This design comes from an exercise in tuning for small area and a short achievable clock period on the open sky130 flow, not from production work.
Where RTL was checked, it was by simulation tests only, not by an equivalence proof against the original.
The clock input has no modelled driver; a real chip could not lean on it and would need a root buffer or a full tree.
No activity file was given, so power comes from the tool's default toggle rates.

Design can_fd_rx, start of the top module:
module can_fd_rx (
    input  wire        clk,
    input  wire        rst,
    input  wire        fd_en,
    input  wire        pex_en,
    input  wire        rx_valid,
    input  wire        rx_bit,
    output reg         ev_hdr,
    output wire [28:0] hdr_ident,
    output reg         hdr_ide,
    output wire        hdr_rtr,
    output reg         hdr_fdf,
    output wire        hdr_brs,
    output wire        hdr_esi,
    output wire [3:0]  hdr_dlc,
    output reg  [6:0]  hdr_len,
    output reg         ev_word,
    output wire [3:0]  word_idx,
    output wire [31:0] word_data,
    output reg         ev_ack,
    output reg         ev_valid,
    output reg         ev_end,
    output reg         ev_eofdom,
    output reg         ev_pex,
    output reg         ev_err,
    output wire [3:0]  err_kind,
    output wire [4:0]  err_field
);
Size in the first run: roughly 140 flip-flops, ~0.0069 mm² of cells after synthesis.
clock: 5.0 ns
lec_check: 0
abc_area: 1
cap_margin: 20
core_margin: 2
core_utilization: 40
place_density: 0.6
setup_slack_margin: 3.0
slew_margin: 20
standard.sh (not shown) runs the stock make flow with config.mk's settings and CLKGATE_MAP_FILE= SYNTH_SCRIPT=/design/flow/synth_recipe.tcl, a recipe that flattens the netlist after the stock synthesis.
==> flow/flow/run.sh <==
#!/bin/bash
# Standard layout with two changes:
#  - the port buffers are made from the smallest buffer (sky130_fd_sc_hd__buf_1)
#    instead of the resizer's default choice; timing repair still resizes any
#    of them that is on a critical path;
#  - the clock tree is a balanced two-level tree built by flow/cts_pre.tcl
#    (clk -> 4 buffers -> 8 buffers -> flip-flops, sinks clustered by
#    location) in place of TritonCTS's H-tree; the rest of the CTS step
#    (legalization, setup and hold repair) runs as usual.
set -euo pipefail
here=$(pwd)
export BUFFER_PORTS_ARGS="-buffer_cell sky130_fd_sc_hd__buf_1"
export PRE_CTS_TCL="$here/flow/cts_pre.tcl"
bash standard.sh > standard.log 2>&1
Other scripts of this flow, unchanged in this note and not shown: flow/flow/cts_pre.tcl
Then changed:
--- a/flow/design.v
+++ b/flow/design.v
@@ -5,17 +5,17 @@
     input  wire        pex_en,
     input  wire        rx_valid,
     input  wire        rx_bit,
     output reg         ev_hdr,
     output wire [28:0] hdr_ident,
     output reg         hdr_ide,
-    output wire        hdr_rtr,
+    output reg         hdr_rtr,
     output reg         hdr_fdf,
-    output wire        hdr_brs,
-    output wire        hdr_esi,
-    output wire [3:0]  hdr_dlc,
+    output reg         hdr_brs,
+    output reg         hdr_esi,
+    output reg  [3:0]  hdr_dlc,
     output reg  [6:0]  hdr_len,
     output reg         ev_word,
     output wire [3:0]  word_idx,
     output wire [31:0] word_data,
     output reg         ev_ack,
     output reg         ev_valid,
@@ -70,20 +70,17 @@
     reg        scerr;       
     reg [14:0] crc15;
     reg [16:0] crc17;
     reg [20:0] crc21;
     reg [31:0] r;           
     reg        lbf;         
+    reg [2:0]  ek;          
     assign hdr_ident = r[28:0];
-    assign hdr_rtr   = r[31];
-    assign hdr_esi   = r[30];
-    assign hdr_brs   = r[29];
-    assign hdr_dlc   = cnt[8:5];
     assign word_data = r;
     assign word_idx  = cnt[8:5];
-    assign err_kind  = {1'b0, hdr_len[2:0]};
+    assign err_kind  = {1'b0, ek};
     assign err_field = cur;
     wire in_bit = v & active;
     wire dbit   = in_bit & ~stf;         
     wire sbit   = in_bit & stf;          
     wire sof    = v & ~active & ~b;
     wire same   = (b == last);
@@ -154,13 +151,13 @@
                 data_len = 7'd8;
             end else begin
                 data_len = {3'd0, d};
             end
         end
     endfunction
-    wire [3:0] dlc_n = {cnt[7:5], b};
+    wire [3:0] dlc_n = {hdr_dlc[2:0], b};
     wire [6:0] len_n = data_len(dlc_n, fd, hdr_rtr);
     wire       len_z = fd ? (dlc_n == 4'd0) : (hdr_rtr | (dlc_n == 4'd0));
     wire f_dlc    = c_dlc & i_m4_3;
     wire f_data   = c_data & i_byte7 & lbf;
     wire end_data = (f_dlc & len_z) | f_data;
     wire f_sc     = c_sc & i_m4_3;
@@ -236,20 +233,18 @@
             fresh <= 1'b1;
         end else if (s_err) begin
             cur   <= sfield;
         end else if (dbit) begin
             if (adv) cur <= nxt;
             fresh <= adv & ~c_sc;
-            cnt   <= c_dlc ? {dlc_n, cnt1[4:0]} : cnt1;
+            cnt   <= cnt1;
         end
         if (s_err)
-            hdr_len[2:0] <= E_STUFF;
-        else if (dbit && d_err)
-            hdr_len[2:0] <= x_crc ? ((fd & scerr) ? E_STUFF_COUNT : E_CRC) : E_FORM;
-        else if (dbit && f_dlc)
-            hdr_len <= len_n;
+            ek <= E_STUFF;
+        else if (dbit)
+            ek <= x_crc ? ((fd & scerr) ? E_STUFF_COUNT : E_CRC) : E_FORM;
         if (sof) begin
             run    <= 3'd1;
             last   <= 1'b0;
             dyn    <= 1'b1;
             stf    <= 1'b0;
             stuffc <= 3'd0;
@@ -279,29 +274,33 @@
                 crc17 <= {crc17[15:0], 1'b0} ^ ((b ^ crc17[16]) ? POLY17 : 17'd0);
                 crc21 <= {crc21[19:0], 1'b0} ^ ((b ^ crc21[20]) ? POLY21 : 21'd0);
             end
         end
         if (dbit && c_sc)
             scerr <= (fresh ? 1'b0 : scerr) | (b ^ sc_exp);
-        if (!active) begin
-            r[17:0]  <= 18'd0;
-            r[30:29] <= 2'd0;
-        end
-        if (dbit && (c_rtr1 || c_rtr2)) r[31] <= b;
-        if (dbit && c_esi) r[30] <= b;
-        if (dbit && c_brs) r[29] <= b;
+        if (!active)
+            r[17:0] <= 18'd0;
         if (dbit && (c_base || c_ext)) begin
-            r[28:0] <= {r[27:0], b};
+            r <= {r[30:0], b};
         end else if (dbit && c_data) begin
             for (i = 0; i < 4; i = i + 1) begin
                 if (lane == i[1:0])
                     r[8*i +: 8] <= {r[8*i +: 7], b};
                 else if (lane < i[1:0])
                     r[8*i +: 8] <= {r[8*i +: 7], 1'b0};
             end
         end
         if (dbit) begin
+            if (c_rtr1 | c_rtr2) hdr_rtr <= b;
             if (c_ide) hdr_ide <= b;
             if (c_fdf) hdr_fdf <= b;
+            if (c_brs) hdr_brs <= b;
+            if (c_esi) hdr_esi <= b;
+            if (c_dlc) hdr_dlc <= dlc_n;
+            if (f_dlc) hdr_len <= len_n;
+        end
+        if (sof) begin
+            hdr_brs <= 1'b0;
+            hdr_esi <= 1'b0;
         end
     end
 endmodule
Cell count came out lower by 2.9%.
Power came out lower by 3.4%.
Via count came out lower by 3.5%.
Routed wire length came out lower by 2.8%.
Final area came out higher by 1.0%.
Register-to-register slack is better by 0.04 ns.
Worst hold slack is worse by 0.0057 ns.
Setup slack is better by 0.036 ns.
Function not checked in the first run of this note: the RTL went through the layout flow alone. In every run of this note, the design's own scripts or RTL, not TritonCTS, make the clock network.

port drivers added, routing unchanged:
Ports are ideal in the flow. The routed layouts listed here were re-timed in OpenROAD.
Step 1 assumes that a clkbuf_16 drives the clock port and a buf_2 every other input.
Step 2 also shifts input and output timing later by t, the mid clock arrival at the registers, as if the neighbouring blocks saw the same clock.
Slacks: ideal / step 1 / step 2; pairs: ideal / step 1.
| run | shift t [ns] | setup WS [ns] | worst hold slack (ns) | worst data-port slew with drivers (ns) | pins driven straight from the clock port |
|---|---|---|---|---|---|
| the first run | 0.353 | 2.998 / 2.961 / 2.998 | 0.468 / 0.468 / 0.468 | 0.03 | 4 |
| the second run | 0.355 | 3.034 / 2.956 / 3.038 | 0.462 / 0.462 / 0.462 | 0.04 | 4 |
After both steps setup and hold are still met in every run listed.
